This design comes from an exercise in tuning for small area, a short achievable clock period and few clock cycles per item on the open sky130 flow, not from production work.
The RTL was checked by simulation tests, not by an equivalence proof against the original design.
No activity file was given, so power comes from the tool's default toggle rates.

==> run a: inputs <==
==> flow/design.v (excerpt) <==
module marver_judge (
    input  wire         clk,
    input  wire         rst,
    input  wire         start,
    output wire         ready,
    output reg          done,
    output reg  [4:0]   rule_addr,
    input  wire [127:0] rule_data,
    input  wire [2:0]   src,
    input  wire [47:0]  tend,
    input  wire [47:0]  last_tend,
    input  wire [16:0]  idur,
    input  wire [15:0]  cap_ofs,
    input  wire         clock_suspect,
    input  wire [2:0]   reg_count,
    input  wire [239:0] reg_v,
    input  wire [239:0] last_reg,
    input  wire [11:0]  rkind,
    input  wire [23:0]  roll,
    input  wire [17:0]  vexp,
    input  wire [5:0]   vmap,
    input  wire [1:0]   phase,
    input  wire         vf_valid,
    input  wire [31:0]  vf,
    output wire [7:0]   outcome,
    output wire [7:0]   detail,
    output reg  [31:0]  fail_mask,
    output reg  [5:0]   skip_count,
    output wire [2:0]   qual,
    output wire [5:0]   spike_mask,
    output wire [5:0]   roll_mask,
    output wire [6:0]   fill_count,
    output wire         fill_refused
);
==> flow/config.mk <==
export PLATFORM = sky130hd
export DESIGN_NAME = marver_judge
export DESIGN_NICKNAME = marver_judge
export VERILOG_FILES = /design/flow/design.v
export SDC_FILE = /design/flow/constraint.sdc
export NUM_CORES = 4
export LEC_CHECK = 0
export CAP_MARGIN = 40
export CORE_MARGIN = 2
export CORE_UTILIZATION = 55
export CTS_CLUSTER_DIAMETER = 60
export CTS_CLUSTER_SIZE = 20
export SLEW_MARGIN = 40
==> flow/constraint.sdc <==
create_clock -name core_clock -period 20.0 [get_ports {clk}]
set_input_delay 4.0000 -clock core_clock [delete_from_list [all_inputs] [get_ports {clk}]]
set_output_delay 4.0000 -clock core_clock [all_outputs]
set_load 0.01 [all_outputs]
standard.sh (not shown) runs the stock make flow with config.mk's settings and CLKGATE_MAP_FILE= SYNTH_SCRIPT=/design/flow/synth_recipe.tcl, a recipe that flattens the netlist after the stock synthesis.
==> flow/flow/run.sh <==
#!/bin/bash
# Standard layout (the standard.sh, unchanged synthesis and steps); the
# port buffers are the library's smallest buffer instead of the delay cell
# buffer_ports picks by itself.
set -e
export BUFFER_PORTS_ARGS="-buffer_cell sky130_fd_sc_hd__buf_1"
bash standard.sh > standard.log 2>&1
==> run b: changes against run a <==
==> flow/run.sh (new file) <==
#!/bin/bash
# synth_recipe.tcl (not shown) runs the flow's synth.tcl, then flattens the netlist and writes it again
# the make line also repeats each setting of config.mk as NAME=value (left out here)
make -C /OpenROAD-flow-scripts/flow DESIGN_CONFIG=/design/flow/config.mk WORK_HOME=/design/flow/orfs CLKGATE_MAP_FILE= SYNTH_SCRIPT=/design/flow/synth_recipe.tcl finish
- CORE_UTILIZATION: 55 -> 40
removed: flow/flow/run.sh
removed: flow/standard.sh
==> run c: changes against run a <==
--- a/flow/design.v
+++ b/flow/design.v
@@ -125,23 +125,12 @@
             default: sel1 = bus[5];
         endcase
     endfunction
     wire [47:0] delta = tend - last_tend;
     reg         hist, hinz, over, zq;
-    reg  [2:0]  icode;
-    wire [16:0] idur_r  = (icode == 3'd0) ? 17'd60 :
-                          (icode == 3'd1) ? 17'd300 :
-                          (icode == 3'd2) ? 17'd600 :
-                          (icode == 3'd3) ? 17'd900 :
-                          (icode == 3'd4) ? 17'd1800 :
-                          (icode == 3'd5) ? 17'd3600 : 17'd86400;
-    wire [18:0] idur3_r = (icode == 3'd0) ? 19'd180 :
-                          (icode == 3'd1) ? 19'd900 :
-                          (icode == 3'd2) ? 19'd1800 :
-                          (icode == 3'd3) ? 19'd2700 :
-                          (icode == 3'd4) ? 19'd5400 :
-                          (icode == 3'd5) ? 19'd10800 : 19'd259200;
+    reg  [16:0] idur_r;
+    reg  [18:0] idur3_r;
     reg  [16:0] rem;
     reg  [15:0] qd;               
     reg  [2:0]  dcnt;
     reg  [16:0] r_t;
     reg  [15:0] q_t;
@@ -405,16 +394,12 @@
                         dcnt   <= 3'd0;
                         hist   <= (last_tend != 48'd0) && (tend > last_tend);
                         hinz    <= |delta[47:33];
                         rem     <= delta[32:16];
                         qd      <= delta[15:0];
-                        icode   <= (idur == 17'd60)   ? 3'd0 :
-                                   (idur == 17'd300)  ? 3'd1 :
-                                   (idur == 17'd600)  ? 3'd2 :
-                                   (idur == 17'd900)  ? 3'd3 :
-                                   (idur == 17'd1800) ? 3'd4 :
-                                   (idur == 17'd3600) ? 3'd5 : 3'd6;
+                        idur_r  <= idur;
+                        idur3_r <= {2'b00, idur} + {1'b0, idur, 1'b0};
                         rolled <= 6'd0;
                         used_unrolled <= 6'd0;
                         mono_seen <= 6'd0;
                         pass2      <= 1'b0;
                         skip_count <= 6'd0;
- CORE_UTILIZATION: 55 -> 40
==> summary of the runs <==
Against run a, the via count of run c is higher by about 0.22%.
Setup slack: run b < run a < run c.
Core utilization, highest first: run a, run b, run c.
Synthesized area: run c is larger than run b (5.2%).
Of run c and run b, run c has the higher wire length (gap about 4%, measured against run b).
Final cell count, lowest first: run a, run b, run c.
Clock skew, lowest first: run b, run a, run c.
Synthesized cell count: run b is smaller than run c (3.1%).
Run b completed without violations. Run c produced a clean layout. Run a finished with timing, DRC and antenna clean.
The highest die area belongs to run c, the lowest to run a.
==> figures <==
|  | run b | run a | run c |
|---|---|---|---|
| Post-DR wirelength/cell | 29.5 um | 31.1 um | 29.5 um |
| Maximum achievable frequency | 86.5 MHz | 87.7 MHz | 87.8 MHz |
| Die width | 375 um | 321 um | 385 um |
| Die Outline Area | 141000 sq um | 103000 sq um | 148000 sq um |
| Hold worst-path end | e_idx[2] | e_idx[3] | e_idx[0] |
| Number of buffers and inverters on the critical path | 5 | 3 | 5 |
| Met2 capacity usage during global routing | 58.1% | 67.8% | 54.0% |
| Final non-filler cell total | 8920 | 8414 | 9264 |
| Site row count | 136 | 116 | 139 |
| DR WL met2 | 120 mm | 104 mm | 120 mm |
| Average cell area after synthesis | 8.61 sq um | 8.61 sq um | 8.77 sq um |
| Final-layout worst hold slack | 0.406 ns | 0.414 ns | 0.427 ns |
| Total power of the final layout | 12700 uW | 12700 uW | 13900 uW |
| Slowest-stage cell, CP | o21ai_0 | buf_4 | buf_4 |
| Crit path required time | 20.40 ns | 20.38 ns | 20.34 ns |
| Die height | 375 um | 321 um | 385 um |
| Run status | timing/DRC/antenna clean | timing/DRC/antenna clean | timing/DRC/antenna clean |
| Pre-CTS setup slack | 7.85 ns | 8.21 ns | 8.13 ns |
| Highest cell delay on the worst timing path | 0.77 ns | 0.76 ns | 0.65 ns |
| Routed via count divided by cell count | 6.12 | 6.76 | 6.15 |
Testbench counts of run a, summed over its fixed seeds: cycles 73,791, items 1,920.
Testbench counts of run b, summed over its fixed seeds: cycles 73,791, items 1,920.
Testbench counts of run c, summed over its fixed seeds: cycles 73,791, items 1,920.

-- port drivers added, routing unchanged --
Ports are ideal in the flow. The routed layouts listed here were re-timed in OpenROAD.
Step 1 (the two cells are an assumption about what drives the block):
set clk [get_ports {clk}]
set_driving_cell -lib_cell sky130_fd_sc_hd__clkbuf_16 $clk
set_driving_cell -lib_cell sky130_fd_sc_hd__buf_2 [delete_from_list [all_inputs] $clk]
Step 2 times the ports against the registers' clock, not the clock port: input delays grow and output delays shrink by t, the midpoint of the rising clock arrivals with the driver on.
Three values: no drivers, after step 1, after step 2; two values: the first two.
| run | shift t [ns] | setup slack, ns | worst register clock-pin slew, ns |
|---|---|---|---|
| run a | 0.721 | 8.602 / 8.626 / 7.906 | 0.08 / 0.08 |
| run b | 0.703 | 8.445 / 8.484 / 7.782 | 0.08 / 0.08 |
| run c | 0.695 | 8.614 / 8.655 / 7.960 | 0.09 / 0.09 |
After both steps every run listed still meets setup and hold. For run a, which loses most, drivers alone change the setup slack by +0.024 ns; drivers and shift together by -0.696 ns.
